Context: an optimization exercise on an open-source flow, tuned for small area and a short achievable clock period. The choices shown serve that exercise and are no tape-out recipe.
RTL that was checked went through simulation tests only; none was proved equivalent to the original.

wip/willow:
// rs37_decoder
module rs37_decoder (
    input  wire         clk,
    input  wire         rst,
    input  wire         in_valid,
    input  wire [295:0] in_word,
    input  wire [2:0]   in_poison,
    output reg          out_valid,
    output reg  [255:0] out_data,
    output reg  [1:0]   out_result,
    output reg  [7:0]   out_sym_a,
    output reg  [7:0]   out_sym_b
);
    function [7:0] gf_mul;
        input [7:0] a;
        input [7:0] b;
        reg   [7:0] p;
        reg   [7:0] t;
        integer     i;
        begin
            p = 8'd0;
            t = a;
            for (i = 0; i < 8; i = i + 1) begin
                if (b[i])
                    p = p ^ t;
                t = {t[6:0], 1'b0} ^ (t[7] ? 8'h1D : 8'h00);
            end
            gf_mul = p;
        end
    endfunction
    function [7:0] gf_sq;
        input [7:0] a;
        begin
            gf_sq[0] = a[0] ^ a[4] ^ a[6] ^ a[7];
            gf_sq[1] = a[7];
            gf_sq[2] = a[1] ^ a[4] ^ a[5] ^ a[6];
            gf_sq[3] = a[4] ^ a[6];
            gf_sq[4] = a[2] ^ a[4] ^ a[5] ^ a[7];
            gf_sq[5] = a[5];
            gf_sq[6] = a[3] ^ a[5] ^ a[6];
            gf_sq[7] = a[6];
        end
    endfunction
    function [7:0] qsolve;
        input [7:0] a;
        begin
            qsolve[0] = 1'b0;
            qsolve[1] = a[0] ^ a[2] ^ a[4];
  ...
Settings: LEC_CHECK=0, CAP_MARGIN=20, CORE_MARGIN=2, CORE_UTILIZATION=50, PLACE_DENSITY=0.65, SLEW_MARGIN=20; clock period 25.0 ns.
standard.sh (not shown) runs the stock make flow with config.mk's settings and CLKGATE_MAP_FILE= SYNTH_SCRIPT=/design/flow/synth_recipe.tcl, a recipe that flattens the netlist after the stock synthesis.
==> flow/flow/run.sh <==
#!/bin/bash
# Own flow: the standard layout (standard.sh, with its standard synthesis)
# with these changes:
#  - the port buffers are buf_2 cells (ORFS's buffer_ports otherwise picks the
#    delay cell clkdlybuf4s50_1). Every port still gets its buffer;
#  - the delay cells (clkdlybuf4s*, dlygate*, dlymetal*) are added to the
#    platform's don't-use list, so that the resizer buffers long wires with
#    buf_* cells;
#  - timing repair (repair_timing, as in the standard flow) is asked for a
#    setup slack margin of OWN_SETUP_MARGIN ns against the design's
#    constraints, which are unchanged.
# The ORFS tools write their logs to orfs/logs; make's output is in flow_make.log.
set -euo pipefail
WORK=$(pwd)
DU=$(make -C "$FLOW_HOME" DESIGN_CONFIG=$WORK/config.mk WORK_HOME=$WORK/orfs print-DONT_USE_CELLS 2> $WORK/flow_dontuse.log | sed -n 's/^DONT_USE_CELLS: //p')
[ -n "$DU" ] || { echo "no DONT_USE_CELLS"; exit 1; }
for c in clkdlybuf4s15_1 clkdlybuf4s15_2 clkdlybuf4s18_1 clkdlybuf4s18_2 clkdlybuf4s25_1 \
         clkdlybuf4s25_2 clkdlybuf4s50_1 clkdlybuf4s50_2 dlygate4sd1_1 dlygate4sd2_1 \
         dlygate4sd3_1 dlymetal6s2s_1 dlymetal6s4s_1 dlymetal6s6s_1; do
  DU="$DU sky130_fd_sc_hd__$c"
done
bash standard.sh "DONT_USE_CELLS=$DU" \
  "BUFFER_PORTS_ARGS=-buffer_cell sky130_fd_sc_hd__buf_2" \
  SETUP_SLACK_MARGIN=${OWN_SETUP_MARGIN:-19.5} finish > $WORK/flow_make.log 2>&1
Every stage of the flow completed for wip/willow, and the final layout passed the timing, design-rule and antenna checks.
#### Input delta (wip/violet over wip/willow)
--- a/flow/flow/run.sh
+++ b/flow/flow/run.sh
@@ -1,4 +1,6 @@
 #!/bin/bash
-# Own flow: the standard layout (standard.sh, with its standard synthesis)
-# with these changes:
+# Own flow: the standard layout (standard.sh) with these changes:
+#  - synthesis maps the combinational logic with flow/abc.script (area-oriented
+#    mapping) instead of ORFS's abc_speed.script;
+#    the rest of the synthesis is synth_recipe.tcl unchanged (see synth.tcl);
 #  - the port buffers are buf_2 cells (ORFS's buffer_ports otherwise picks the
@@ -14,2 +16,4 @@
 WORK=$(pwd)
+export OWN_WORK=$WORK
+export OWN_ABC_SCRIPT=$WORK/flow/abc.script
 DU=$(make -C "$FLOW_HOME" DESIGN_CONFIG=$WORK/config.mk WORK_HOME=$WORK/orfs print-DONT_USE_CELLS 2> $WORK/flow_dontuse.log | sed -n 's/^DONT_USE_CELLS: //p')
@@ -21,4 +25,4 @@
 done
-bash standard.sh "DONT_USE_CELLS=$DU" \
+bash standard.sh SYNTH_SCRIPT=$WORK/flow/synth.tcl "DONT_USE_CELLS=$DU" \
   "BUFFER_PORTS_ARGS=-buffer_cell sky130_fd_sc_hd__buf_2" \
-  SETUP_SLACK_MARGIN=${OWN_SETUP_MARGIN:-19.5} finish > $WORK/flow_make.log 2>&1
+  SETUP_SLACK_MARGIN=${OWN_SETUP_MARGIN:-19} finish > $WORK/flow_make.log 2>&1
==> flow/flow/abc.script (new file) <==
strash
dch
map -a
==> flow/flow/synth.tcl (new file) <==
# The standard synthesis (synth_recipe.tcl, unchanged), with one difference: abc maps the
# combinational logic with flow/abc.script (area-oriented mapping)
# instead of ORFS's abc_speed.script. Flip-flops are mapped by dfflibmap as before.
proc abc {args} {
  set i [lsearch -exact $args -script]
  if {$i >= 0} { lset args [expr {$i + 1}] $::env(OWN_ABC_SCRIPT) }
  yosys abc {*}$args
}
source $::env(OWN_WORK)/synth_recipe.tcl
Findings:
wip/willow → wip/violet: core utilization went up 1.3 points; post-synthesis register bit count held; largest driver fanout on the critical path went down 1; smallest hold slack went up 0.011 ns. wip/willow leaves less setup margin than wip/violet.
diff inputs: wip/violet => wip/lagoon
--- a/flow/flow/run.sh
+++ b/flow/flow/run.sh
@@ -1,6 +1,4 @@
 #!/bin/bash
-# Own flow: the standard layout (standard.sh) with these changes:
-#  - synthesis maps the combinational logic with flow/abc.script (area-oriented
-#    mapping) instead of ORFS's abc_speed.script;
-#    the rest of the synthesis is synth_recipe.tcl unchanged (see synth.tcl);
+# Own flow: the standard layout (standard.sh, with its standard synthesis)
+# with these changes:
 #  - the port buffers are buf_2 cells (ORFS's buffer_ports otherwise picks the
@@ -16,4 +14,2 @@
 WORK=$(pwd)
-export OWN_WORK=$WORK
-export OWN_ABC_SCRIPT=$WORK/flow/abc.script
 DU=$(make -C "$FLOW_HOME" DESIGN_CONFIG=$WORK/config.mk WORK_HOME=$WORK/orfs print-DONT_USE_CELLS 2> $WORK/flow_dontuse.log | sed -n 's/^DONT_USE_CELLS: //p')
@@ -25,4 +21,4 @@
 done
-bash standard.sh SYNTH_SCRIPT=$WORK/flow/synth.tcl "DONT_USE_CELLS=$DU" \
+bash standard.sh "DONT_USE_CELLS=$DU" \
   "BUFFER_PORTS_ARGS=-buffer_cell sky130_fd_sc_hd__buf_2" \
-  SETUP_SLACK_MARGIN=${OWN_SETUP_MARGIN:-19} finish > $WORK/flow_make.log 2>&1
+  SETUP_SLACK_MARGIN=${OWN_SETUP_MARGIN:-18.5} finish > $WORK/flow_make.log 2>&1
removed: flow/flow/abc.script
removed: flow/flow/synth.tcl
==> summary.txt <==
Compared wip/lagoon vs wip/violet, and post-synthesis instance area is up in wip/lagoon. wip/lagoon reached the end of the flow, and the finished layout is clean on the timing, design-rule and antenna checks. When the final numbers for wip/violet and wip/lagoon were put side by side, the post-route worst setup slack turned out to be smaller in wip/lagoon. Between wip/lagoon and wip/violet, it is wip/lagoon whose ratio of cells with drive above 1 in the final layout is lower, by 5.5 points. Well-tap cell count, wip/violet and wip/lagoon, lower one = wip/violet.
Edits applied to the flow inputs when going from wip/lagoon to wip/juniper:
--- a/flow/flow/run.sh
+++ b/flow/flow/run.sh
@@ -23,2 +23,2 @@
   "BUFFER_PORTS_ARGS=-buffer_cell sky130_fd_sc_hd__buf_2" \
-  SETUP_SLACK_MARGIN=${OWN_SETUP_MARGIN:-18.5} finish > $WORK/flow_make.log 2>&1
+  SETUP_SLACK_MARGIN=${OWN_SETUP_MARGIN:-19} finish > $WORK/flow_make.log 2>&1
==> summary.txt <==
Total global-route track usage: wip/juniper vs wip/lagoon up 0.65 points. [wip/juniper] number of buffers added for setup after CTS rose 11 relative to wip/lagoon. wip/lagoon → wip/juniper: first-pass GRT wire length went up, minimum clock period went down. Layout-stage area growth over the synthesis result: wip/juniper > wip/lagoon. On area of combinational cells with multiple inputs: between wip/lagoon and wip/juniper, it ends up higher for wip/juniper. [wip/juniper] detailed-route wire length rose 5200 µm relative to wip/lagoon. wip/juniper — critical path depth 1 higher, wip/lagoon as reference. Taking wip/lagoon as the reference point, the final critical-path share of the clock period of wip/juniper falls by 1.4 points.

* * *

rs37_decoder, a different RTL version from the one above (not shown whole).
For scale: ~7800 cells after synthesis, about 880 flip-flops, about 580 I/O pins, ~0.072 mm² of cells after synthesis.
==> flow/config.mk <==
export PLATFORM = sky130hd
export DESIGN_NAME = rs37_decoder
export DESIGN_NICKNAME = rs37_decoder
export VERILOG_FILES = /design/flow/design.v
export SDC_FILE = /design/flow/constraint.sdc
export NUM_CORES = 4
export LEC_CHECK = 0
export CAP_MARGIN = 60
export CORE_MARGIN = 2
export CORE_UTILIZATION = 40
export PLACE_DENSITY = 0.6
export SLEW_MARGIN = 80
==> flow/constraint.sdc <==
create_clock -name core_clock -period 25.0 [get_ports {clk}]
set_input_delay 5.0000 -clock core_clock [delete_from_list [all_inputs] [get_ports {clk}]]
set_output_delay 5.0000 -clock core_clock [all_outputs]
set_load 0.01 [all_outputs]
run.sh (not shown) runs the stock make flow with config.mk's settings and CLKGATE_MAP_FILE= SYNTH_SCRIPT=/design/flow/synth_recipe.tcl, a recipe that flattens the netlist after the stock synthesis.
Stock flow here: none of the scripts above is used.
Then changed:
Settings changed: CAP_MARGIN 60 to 20, SLEW_MARGIN 80 to 20.
Effect:
- The changed run passed the timing, design-rule and antenna checks
- die area stays the same
- worst hold slack gains 8.0 ps
- first-iteration DRC count increases by 3.3%
- area after synthesis does not change
- cell area decreases by 19%
- synthesized cell count stays the same
- routed wire length decreases by 2.4%
- core utilization decreases by 11 points
No run of this note included a check of the RTL's function; only the layout flow was run.

## what the ideal ports hide
In the flow no input, the clock included, has a driving cell. The finished layouts below were timed again as built, in two steps.
Step 1 assumes that a clkbuf_16 drives the clock port and a buf_2 every other input.
Step 2 moves the port delays by t, midway between the first and last clock arrival at a register: inputs arrive t later, outputs are due t later. That takes back most of the time a late clock gives input paths.
Slacks: no drivers / after step 1 / after step 2; pairs: no drivers / after step 1.
run | t (ns) | setup WS [ns] | worst hold slack (ns) | clock arrival spread, ns | slew at the worst register clock pin (ns)
wip/willow | 0.893 | 18.597 / 18.498 / 19.318 | 0.290 / 0.290 / 0.290 | 0.080 / 0.081 | 0.09 / 0.09
wip/violet | 0.855 | 18.604 / 18.518 / 18.824 | 0.301 / 0.301 / 0.301 | 0.073 / 0.073 | 0.08 / 0.08
wip/lagoon | 0.889 | 18.137 / 18.137 / 18.137 | 0.291 / 0.291 / 0.291 | 0.075 / 0.075 | 0.08 / 0.08
wip/juniper | 0.890 | 18.499 / 18.491 / 18.499 | 0.291 / 0.291 / 0.291 | 0.074 / 0.074 | 0.09 / 0.09
the first run of note 2 | 0.823 | 13.620 / 13.620 / 13.620 | 0.332 / 0.332 / 0.332 | 0.065 / 0.065 | 0.07 / 0.07
the second run of note 2 | 0.827 | 13.777 / 13.777 / 13.777 | 0.340 / 0.340 / 0.340 | 0.091 / 0.091 | 0.08 / 0.08
After both steps every run listed still meets setup and hold.
